What follows belongs to an exercise in optimizing a design on an open flow for small area; a production flow would make more cautious choices. The RTL was checked by simulation tests, not by an equivalence proof against the original design.

## the reference run
==> flow/design.v (excerpt) <==
module coel_pid (
    input  wire               clk,
    input  wire               rst,         
    input  wire               start,
    input  wire        [1:0]  op,          
    output wire               ready,
    output reg                done,
    input  wire signed [31:0] fb_raw,
    input  wire signed [31:0] sp_in,       
    input  wire               sathi,
    input  wire               satlo,
    input  wire               hold,
    input  wire signed [31:0] preset_val,  
    input  wire        [2:0]  spsrc,
    input  wire               dmeas,
    input  wire        [3:0]  fbsh,
    input  wire        [5:0]  spsh,
    input  wire signed [31:0] spk,
    input  wire signed [31:0] spofs,
    input  wire signed [31:0] spmin,
    input  wire signed [31:0] spmax,
    input  wire        [30:0] slew,
    input  wire signed [31:0] kp,
    input  wire signed [31:0] ki,
    input  wire signed [31:0] kd,
    input  wire        [5:0]  shp,
    input  wire        [5:0]  shi,
    input  wire        [5:0]  shd,
    input  wire        [3:0]  fsh,
    input  wire signed [31:0] omin,
    input  wire signed [31:0] omax,
    output reg  signed [31:0] u,
    output reg  signed [31:0] sp,
    output reg  signed [31:0] fb,
    output wire signed [31:0] err,
    output reg  signed [47:0] integ,
    output reg                windup,
    output reg                osat,
  ...
For scale: ~640 I/O pins, ~37000 sq um of cells after synthesis.
export LEC_CHECK = 0
export ABC_AREA = 1
export CAP_MARGIN = 20
export CORE_MARGIN = 2
export CORE_UTILIZATION = 55
export SLEW_MARGIN = 20
create_clock -name core_clock -period 150.0 [get_ports {clk}]
standard.sh (not shown) runs the stock make flow with config.mk's settings and CLKGATE_MAP_FILE= SYNTH_SCRIPT=/design/flow/synth_recipe.tcl, a recipe that flattens the netlist after the stock synthesis.
==> flow/flow/run.sh <==
#!/bin/bash
set -euo pipefail
work=$(pwd)

# a copy of ORFS's scripts with the area-only ABC script, for synthesis
rm -rf "$work/synth_scripts"
cp -r "$FLOW_HOME/scripts" "$work/synth_scripts"
cp "$work/flow/abc_area.script" "$work/synth_scripts/abc_area.script"

bash standard.sh SCRIPTS_DIR="$work/synth_scripts" ABC_AREA=1 \
    "SYNTH_OPERATIONS_ARGS=-extra-map $work/flow/alu_ripple.v" synth \
    > "$work/synth.log" 2>&1

bash standard.sh \
    "BUFFER_PORTS_ARGS=-buffer_cell sky130_fd_sc_hd__buf_1" \
    "CTS_ARGS=-sink_clustering_enable -repair_clock_nets -dont_use_dummy_load -buf_list {sky130_fd_sc_hd__clkbuf_4} -sink_clustering_size 8 -sink_clustering_max_diameter 40" \
    finish > "$work/layout.log" 2>&1
==> flow/flow/abc_area.script <==
strash
refactor
rewrite
&get -n
&fraig -x
&put
dc2
dch -f
amap
strash
dch -f
amap
topo
stime -c
==> flow/flow/alu_ripple.v <==
(* techmap_celltype = "$alu" *)
module _80_alu_ripple (A, B, CI, BI, X, Y, CO);
  parameter A_SIGNED = 0;
  parameter B_SIGNED = 0;
  parameter A_WIDTH = 1;
  parameter B_WIDTH = 1;
  parameter Y_WIDTH = 1;
  (* force_downto *)
  input [A_WIDTH-1:0] A;
  (* force_downto *)
  input [B_WIDTH-1:0] B;
  (* force_downto *)
  output [Y_WIDTH-1:0] X, Y;
  input CI, BI;
  (* force_downto *)
  output [Y_WIDTH-1:0] CO;
  (* force_downto *)
  wire [Y_WIDTH-1:0] A_buf, B_buf;
  \$pos #(.A_SIGNED(A_SIGNED), .A_WIDTH(A_WIDTH), .Y_WIDTH(Y_WIDTH)) A_conv (.A(A), .Y(A_buf));
  \$pos #(.A_SIGNED(B_SIGNED), .A_WIDTH(B_WIDTH), .Y_WIDTH(Y_WIDTH)) B_conv (.A(B), .Y(B_buf));
  (* force_downto *)
  wire [Y_WIDTH-1:0] AA = A_buf;
  (* force_downto *)
  wire [Y_WIDTH-1:0] BB = BI ? ~B_buf : B_buf;
  (* force_downto *)
  wire [Y_WIDTH:0] C;
  assign C[0] = CI;
  genvar i;
  generate for (i = 0; i < Y_WIDTH; i = i + 1) begin : g
    assign Y[i] = AA[i] ^ BB[i] ^ C[i];
    assign C[i+1] = (AA[i] & BB[i]) | (AA[i] & C[i]) | (BB[i] & C[i]);
  end endgenerate
  assign X = AA ^ BB;
  assign CO = C[Y_WIDTH:1];
endmodule
--- input diff the reference run..the trial run ---
==> flow/flow/abc_area.script <==
strash
&get -n
&fraig -x
&put
dc2
dch -f
amap
strash
dch -f
amap
topo
stime -c
Notes after the runs:
The die area of the trial run was inferior to that of the reference run. Final-layout fill cell count was higher in the trial run than in the reference run. Across both runs, antenna diode count was higher for the trial run than for the reference run. On mean routed wirelength per cell, the trial run and the reference run are neck and neck. Side by side, share of cell area taken by multi-input logic gates turned out higher in the trial run than in the reference run. Of the two values seen for end point of the critical path, w_sp[9]$_DFFE_PP_ was produced by the reference run and w_sp[26]$_DFFE_PP_ by the trial run. The trial run was carried through to the last stage, and its layout satisfied the timing, DRC and antenna checks.

========
coel_pid, a different RTL version from the one above (not shown whole).
Size in the first run: roughly 4100 cells after synthesis, roughly 640 I/O pins, roughly 35000 µm² of cells after synthesis.
==> flow/config.mk <==
export PLATFORM = sky130hd
export DESIGN_NAME = coel_pid
export DESIGN_NICKNAME = coel_pid
export VERILOG_FILES = /design/flow/design.v
export SDC_FILE = /design/flow/constraint.sdc
export NUM_CORES = 8
export LEC_CHECK = 0
export ABC_AREA = 1
export CAP_MARGIN = 20
export CORE_MARGIN = 2
export CORE_UTILIZATION = 55
export SLEW_MARGIN = 20
==> flow/constraint.sdc <==
create_clock -name core_clock -period 150.0 [get_ports {clk}]
set_input_delay 30.0000 -clock core_clock [delete_from_list [all_inputs] [get_ports {clk}]]
set_output_delay 30.0000 -clock core_clock [all_outputs]
set_load 0.01 [all_outputs]
==> flow/flow/abc_area.script <==
strash
refactor
rewrite
&get -n
&fraig -x
&deepsyn -T 400
&put
dch -f
amap
strash
dch -f
amap
topo
stime -c
Scripts as last shown in full above: flow/flow/run.sh, flow/flow/alu_ripple.v
Change:
==> flow/flow/abc_area.script (replaced) <==
strash
refactor
rewrite
&get -n
&fraig -x
&deepsyn -T 400
&put
dch -f
amap -F 10
strash
dch -f
amap -F 10
topo
stime -c
CORE_UTILIZATION = 45   (was 55)
Global-route usage decreases by 5.0 points. Clock-buffer cell count increases by 6. Worst hold slack is better by 0.013 ns. Die area increases by 20%. Worst setup slack is better by 0.34 ns. Fmax is about the same.

[port drivers added, routing unchanged]
In the flow no input, the clock included, has a driving cell. The finished layouts below were timed again as built, in two steps.
Step 1 sets driving cells, clkbuf_16 on the clock port and buf_2 on the other inputs (assumed; they add their load-dependent delay and slew).
Step 2 also shifts input and output timing later by t, the mid clock arrival at the registers, as if the neighbouring blocks saw the same clock.
Slacks: ideal ports / drivers / drivers and shift; pairs: ideal ports / drivers.
run	t, ns	setup slack, ns	cell pins on the clock port's net
the reference run	0.929	23.800 / 23.849 / 22.920	1
the trial run	0.915	23.678 / 23.723 / 22.807	1
the first run of note 2	0.916	20.756 / 20.803 / 19.886	1
the second run of note 2	0.917	21.098 / 21.145 / 20.228	1
After both steps setup and hold are still met in every run listed. The setup slack of the reference run, which loses most, moves by +0.049 ns with the drivers and by -0.880 ns with both steps.
